From an optimization exercise on the open Yosys and OpenROAD flow, aimed at small area, a short achievable clock period and few clock cycles per item; shortcuts taken in it are not production practice.

Setup of main:
==> flow/design.v <==
module sha256_k (
    input  wire [5:0]  t,
    output wire [31:0] k
);
    localparam [2047:0] TABLE = {
        32'h71374491,
        32'ha6fb9796,
        32'h307b5f59,
        32'hbef9a3f7,
        32'ha4506ceb,
        32'h90befffa,
        32'h8cc70208,
        32'h84c87814,
        32'h78a5636f,
        32'h748f82ee,
        32'h682e6ff3,
        32'h5b9cca4f,
        32'h4ed8aa4a,
        32'h391c0cb3,
        32'h34b0bcb5,
        32'h2748774c,
        32'h1e376c08,
        32'h19a4c116,
        32'h106aa070,
        32'hf40e3585,
        32'hd6990624,
        32'hd192e819,
        32'hc76c51a3,
        32'hc24b8b70,
        32'ha81a664b,
        32'ha2bfe8a1,
        32'h92722c85,
        32'h81c2c92e,
        32'h766a0abb,
        32'h650a7354,
        32'h53380d13,
        32'h4d2c6dfc,
        32'h2e1b2138,
        32'h27b70a85,
        32'h14292967,
        32'h06ca6351,
        32'hd5a79147,
        32'hc6e00bf3,
        32'hbf597fc7,
        32'hb00327c8,
        32'ha831c66d,
        32'h983e5152,
        32'h76f988da,
        32'h5cb0a9dc,
        32'h4a7484aa,
        32'h2de92c6f,
        32'h240ca1cc,
        32'h0fc19dc6,
        32'hefbe4786,
        32'he49b69c1,
        32'hc19bf174,
        32'h9bdc06a7,
        32'h80deb1fe,
        32'h72be5d74,
        32'h550c7dc3,
        32'h243185be,
        32'h12835b01,
        32'hd807aa98,
        32'hab1c5ed5,
        32'h923f82a4,
        32'h59f111f1,
        32'h3956c25b,
        32'he9b5dba5,
        32'hb5c0fbcf
    };
    assign k = TABLE[32*t +: 32];
endmodule
module kh64_hash (
    input  wire         clk,
    input  wire         rst,
    input  wire         in_valid,
    output wire         in_ready,
    input  wire [127:0] in_key,
    output wire         out_valid,
    output wire [63:0]  out_kh
);
    localparam integer LANES = 2;
    reg  [5:0]  t;
    reg         load0;      
    reg         last0;      
    reg         first0;     
    reg         first_s0;   
    reg         first_m0;   
    wire [31:0] k_rom;
    reg  [31:0] k0;         
    sha256_k u_k (.t(t), .k(k_rom));
    always @(posedge clk) begin
        k0       <= k_rom;
        first_m0 <= last0;      
        if (rst) begin
            t        <= 6'd48;
            load0    <= 1'b0;
            last0    <= 1'b0;
            first0   <= 1'b0;
            first_s0 <= 1'b0;
        end else begin
            t        <= t + 6'd1;
            load0    <= (t == 6'd61);
            last0    <= load0;
            first0   <= last0;
            first_s0 <= (t == 6'd63);
        end
    end
    wire [LANES-1:0] sched_on, is52, load, last, first, first_s, first_m;
    wire [31:0]      kn   [0:LANES-1];
    wire [31:0]      la   [0:LANES-1];
    wire [31:0]      lb   [0:LANES-1];
    wire [LANES-1:0] lvalid;
    assign sched_on[0] = ~(t[5] & t[4]);    
    assign is52[0]     = (t == 6'd52);
    assign load[0]     = load0;
    assign last[0]     = last0;
    assign first[0]    = first0;
    assign first_s[0]  = first_s0;
    assign first_m[0]  = first_m0;
    assign kn[0]       = k0;
    genvar gi;
    generate
        for (gi = 1; gi < LANES; gi = gi + 1) begin : dly
            reg        sched_on_q, is52_q, first_m_q;
            reg        load_q, last_q, first_q, first_s_q;
            reg [31:0] k_q;
            always @(posedge clk) begin
                sched_on_q <= sched_on[gi-1];
                is52_q     <= is52[gi-1];
                first_m_q  <= first_m[gi-1];
                k_q        <= kn[gi-1];
                if (rst) begin
                    load_q    <= 1'b0;
                    last_q    <= 1'b0;
                    first_q   <= 1'b0;
                    first_s_q <= 1'b0;
                end else begin
                    load_q    <= load[gi-1];
                    last_q    <= last[gi-1];
                    first_q   <= first[gi-1];
                    first_s_q <= first_s[gi-1];
                end
            end
            assign sched_on[gi] = sched_on_q;
            assign is52[gi]     = is52_q;
            assign load[gi]     = load_q;
            assign last[gi]     = last_q;
            assign first[gi]    = first_q;
            assign first_s[gi]  = first_s_q;
            assign first_m[gi]  = first_m_q;
            assign kn[gi]       = k_q;
        end
        for (gi = 0; gi < LANES; gi = gi + 1) begin : lane
            kh64_lane u_lane (
                .clk(clk), .rst(rst),
                .in_valid(in_valid), .in_key(in_key),
                .sched_on(sched_on[gi]), .is52(is52[gi]), .load(load[gi]),
                .last(last[gi]), .first(first[gi]), .first_s(first_s[gi]),
                .first_m(first_m[gi]), .k_n(kn[gi]),
                .a(la[gi]), .b(lb[gi]), .out_valid(lvalid[gi])
            );
        end
    endgenerate
    assign in_ready  = |load;
    assign out_valid = |lvalid;
    reg [63:0] res;
    integer i;
    always @* begin
        res = {lb[0], la[0]};
        for (i = 1; i < LANES; i = i + 1)
            if (lvalid[i]) res = {lb[i], la[i]};
    end
    assign out_kh = {res[39:32], res[47:40], res[55:48], res[63:56],
                     res[7:0],   res[15:8],  res[23:16], res[31:24]};
endmodule
module kh64_lane (
    input  wire         clk,
    input  wire         rst,
    input  wire         in_valid,
    input  wire [127:0] in_key,
    input  wire         sched_on,
    input  wire         is52,
    input  wire         load,
    input  wire         last,
    input  wire         first,
    input  wire         first_s,
    input  wire         first_m,
    input  wire [31:0]  k_n,
    output reg  [31:0]  a,
    output reg  [31:0]  b,
    output reg          out_valid
);
    localparam [31:0] IV0 = 32'h6a09e667, IV1 = 32'hbb67ae85,
                      IV2 = 32'h3c6ef372,
                      IV4 = 32'h510e527f, IV5 = 32'h9b05688c,
                      IV6 = 32'h1f83d9ab,
                      D0  = 32'h9cbf5a55;   
    reg         busy;       
    reg         pend;       
    reg  [31:0] c, d, e, f, g;
    reg  [31:0] p;          
    reg  [31:0] w [0:15];   
    wire accept = in_valid && load;
    wire [31:0] bsig1 = {e[5:0], e[31:6]} ^ {e[10:0], e[31:11]} ^ {e[24:0], e[31:25]};
    wire [31:0] bsig0 = {a[1:0], a[31:2]} ^ {a[12:0], a[31:13]} ^ {a[21:0], a[31:22]};
    wire [31:0] ch    = (e & f) ^ (~e & g);
    wire [31:0] maj   = (a & b) ^ (a & c) ^ (b & c);
    wire [31:0] s0m   = first_s ? 32'd0 : bsig0;
    wire [31:0] mjm   = first_m ? 32'd0 : maj;
    wire [31:0] u_s = p ^ ch ^ bsig1;
    wire [31:0] u_c = ((p & ch) | (p & bsig1) | (ch & bsig1)) << 1;
    wire [31:0] x2s = u_s ^ u_c ^ s0m;
    wire [31:0] x2c = ((u_s & u_c) | (u_s & s0m) | (u_c & s0m)) << 1;
    wire [31:0] x3s = x2s ^ x2c ^ mjm;
    wire [31:0] x3c = ((x2s & x2c) | (x2s & mjm) | (x2c & mjm)) << 1;
    wire [31:0] a_new = x3s + x3c;
    wire [31:0] y2s = u_s ^ u_c ^ d;
    wire [31:0] y2c = ((u_s & u_c) | (u_s & d) | (u_c & d)) << 1;
    wire [31:0] e_new = y2s + y2c;
    wire [31:0] h_n = last ? 32'd0 : g;       
    wire [31:0] w_n = w[1];
    wire [31:0] z1s = h_n ^ k_n ^ w_n;
    wire [31:0] z1c = ((h_n & k_n) | (h_n & w_n) | (k_n & w_n)) << 1;
    wire [31:0] p_new = z1s + z1c;
    wire [31:0] w1  = w[1];
    wire [31:0] w14 = w[14];
    wire [31:0] ssig0 = {w1[6:0], w1[31:7]} ^ {w1[17:0], w1[31:18]} ^ {3'b000, w1[31:3]};
    wire [31:0] ssig1 = {w14[16:0], w14[31:17]} ^ {w14[18:0], w14[31:19]} ^ {10'd0, w14[31:10]};
    wire [31:0] s1s = ssig1 ^ w[9] ^ ssig0;
    wire [31:0] s1c = ((ssig1 & w[9]) | (ssig1 & ssig0) | (w[9] & ssig0)) << 1;
    wire [31:0] s2s = s1s ^ s1c ^ w[0];
    wire [31:0] s2c = ((s1s & s1c) | (s1s & w[0]) | (s1c & w[0])) << 1;
    wire [31:0] w_sched = s2s + s2c;
    wire [31:0] w_tail = (sched_on ? w_sched : 32'd0)
                       | {is52, 31'd0}
                       | {24'd0, last, 7'd0};
    wire [127:0] key_in = load ? in_key : 128'd0;
    integer i;
    always @(posedge clk) begin
        w[0] <= w[1];
        w[1] <= w[2] | {key_in[7:0],    key_in[15:8],    key_in[23:16],  key_in[31:24]};
        w[2] <= w[3] | {key_in[39:32],  key_in[47:40],   key_in[55:48],  key_in[63:56]};
        w[3] <= w[4] | {key_in[71:64],  key_in[79:72],   key_in[87:80],  key_in[95:88]};
        w[4] <= w[5] | {key_in[103:96], key_in[111:104], key_in[119:112], key_in[127:120]};
        for (i = 5; i < 15; i = i + 1)
            w[i] <= w[i+1];
        w[15] <= w_tail;
        p <= p_new;
        a <= a_new;
        b <= last ? IV1 + a : (first ? IV0 : a);
        c <= first ? IV1 : b;
        d <= last ? D0 : (first ? IV2 : c);
        e <= last ? IV4 : e_new;
        f <= last ? IV5 : e;
        g <= last ? IV6 : f;
        if (rst) begin
            busy      <= 1'b0;
            pend      <= 1'b0;
            out_valid <= 1'b0;
        end else begin
            out_valid <= last & busy;
            if (load) pend <= accept;
            if (last) busy <= pend;
        end
    end
endmodule
export LEC_CHECK = 0
export CAP_MARGIN = 20
export CORE_MARGIN = 2
export CORE_UTILIZATION = 30
export SETUP_SLACK_MARGIN = 4.5
export SLEW_MARGIN = 20
export TNS_END_PERCENT = 20
create_clock -name core_clock -period 9.0 [get_ports {clk}]
standard.sh (not shown) runs the stock make flow with config.mk's settings and CLKGATE_MAP_FILE= SYNTH_SCRIPT=/design/flow/synth_recipe.tcl, a recipe that flattens the netlist after the stock synthesis.
==> flow/flow/run.sh <==
#!/bin/bash
# The standard layout (the standard.sh, standard synthesis unchanged),
# with two changes:
#  * the buffers that placement puts on every input and output port are the
#    small sky130_fd_sc_hd__buf_1 instead of ORFS's default pick;
#  * clock tree synthesis inserts no dummy loads (its other arguments are
#    ORFS defaults, with sink clusters of up to 24 flip-flops within 100 um).
# ORFS writes each step's full log under orfs/logs/; make's own output goes
# to standard.log here.
set -euo pipefail
export BUFFER_PORTS_ARGS="-buffer_cell sky130_fd_sc_hd__buf_1"
export CTS_ARGS="-sink_clustering_enable -repair_clock_nets -dont_use_dummy_load -sink_clustering_size 24 -sink_clustering_max_diameter 100"
bash standard.sh > standard.log 2>&1
Per the final summary, main finished and its layout is clean on timing, DRC and antenna.
> inputs changed (main -> the feature branch)
--- a/flow/config.mk
+++ b/flow/config.mk
@@ -10 +10 @@
-export CORE_UTILIZATION = 30
+export CORE_UTILIZATION = 45
- Comparing data required time of the critical path for the feature branch and main, the smaller number came from the feature branch.
- main -> the feature branch: sum of met2 wire segment lengths after detailed routing decreased by more than 10%
- As far as synthesized cell count goes, the feature branch and main are indistinguishable; the numbers are identical.
- Of the feature branch and main, main shows the higher estimated wirelength of the detail-placed design, with the feature branch below it.
- Looking at global-route met3 utilization, the feature branch sits above main.
No run of this note included a check of the RTL's function; only the layout flow was run.

-- afterwards: timing with drivers on the ports --
How much do the figures lean on ideal ports? The routed layouts below were timed once more, with nothing changed but the port constraints.
Step 1 sets driving cells, clkbuf_16 on the clock port and buf_2 on the other inputs (assumed; they add their load-dependent delay and slew).
Step 2 times the ports against the registers' clock, not the clock port: input delays grow and output delays shrink by t, the midpoint of the rising clock arrivals with the driver on.
a / b / c = ideal / step 1 / step 2; a / b = the first two.
run	t (ns)	slack for setup (ns)	worst slew at a driven data input, ns
main	0.784	4.170 / 4.170 / 4.170	0.23
the feature branch	0.773	4.281 / 4.281 / 4.281	0.17
After both steps every run listed still meets setup and hold.
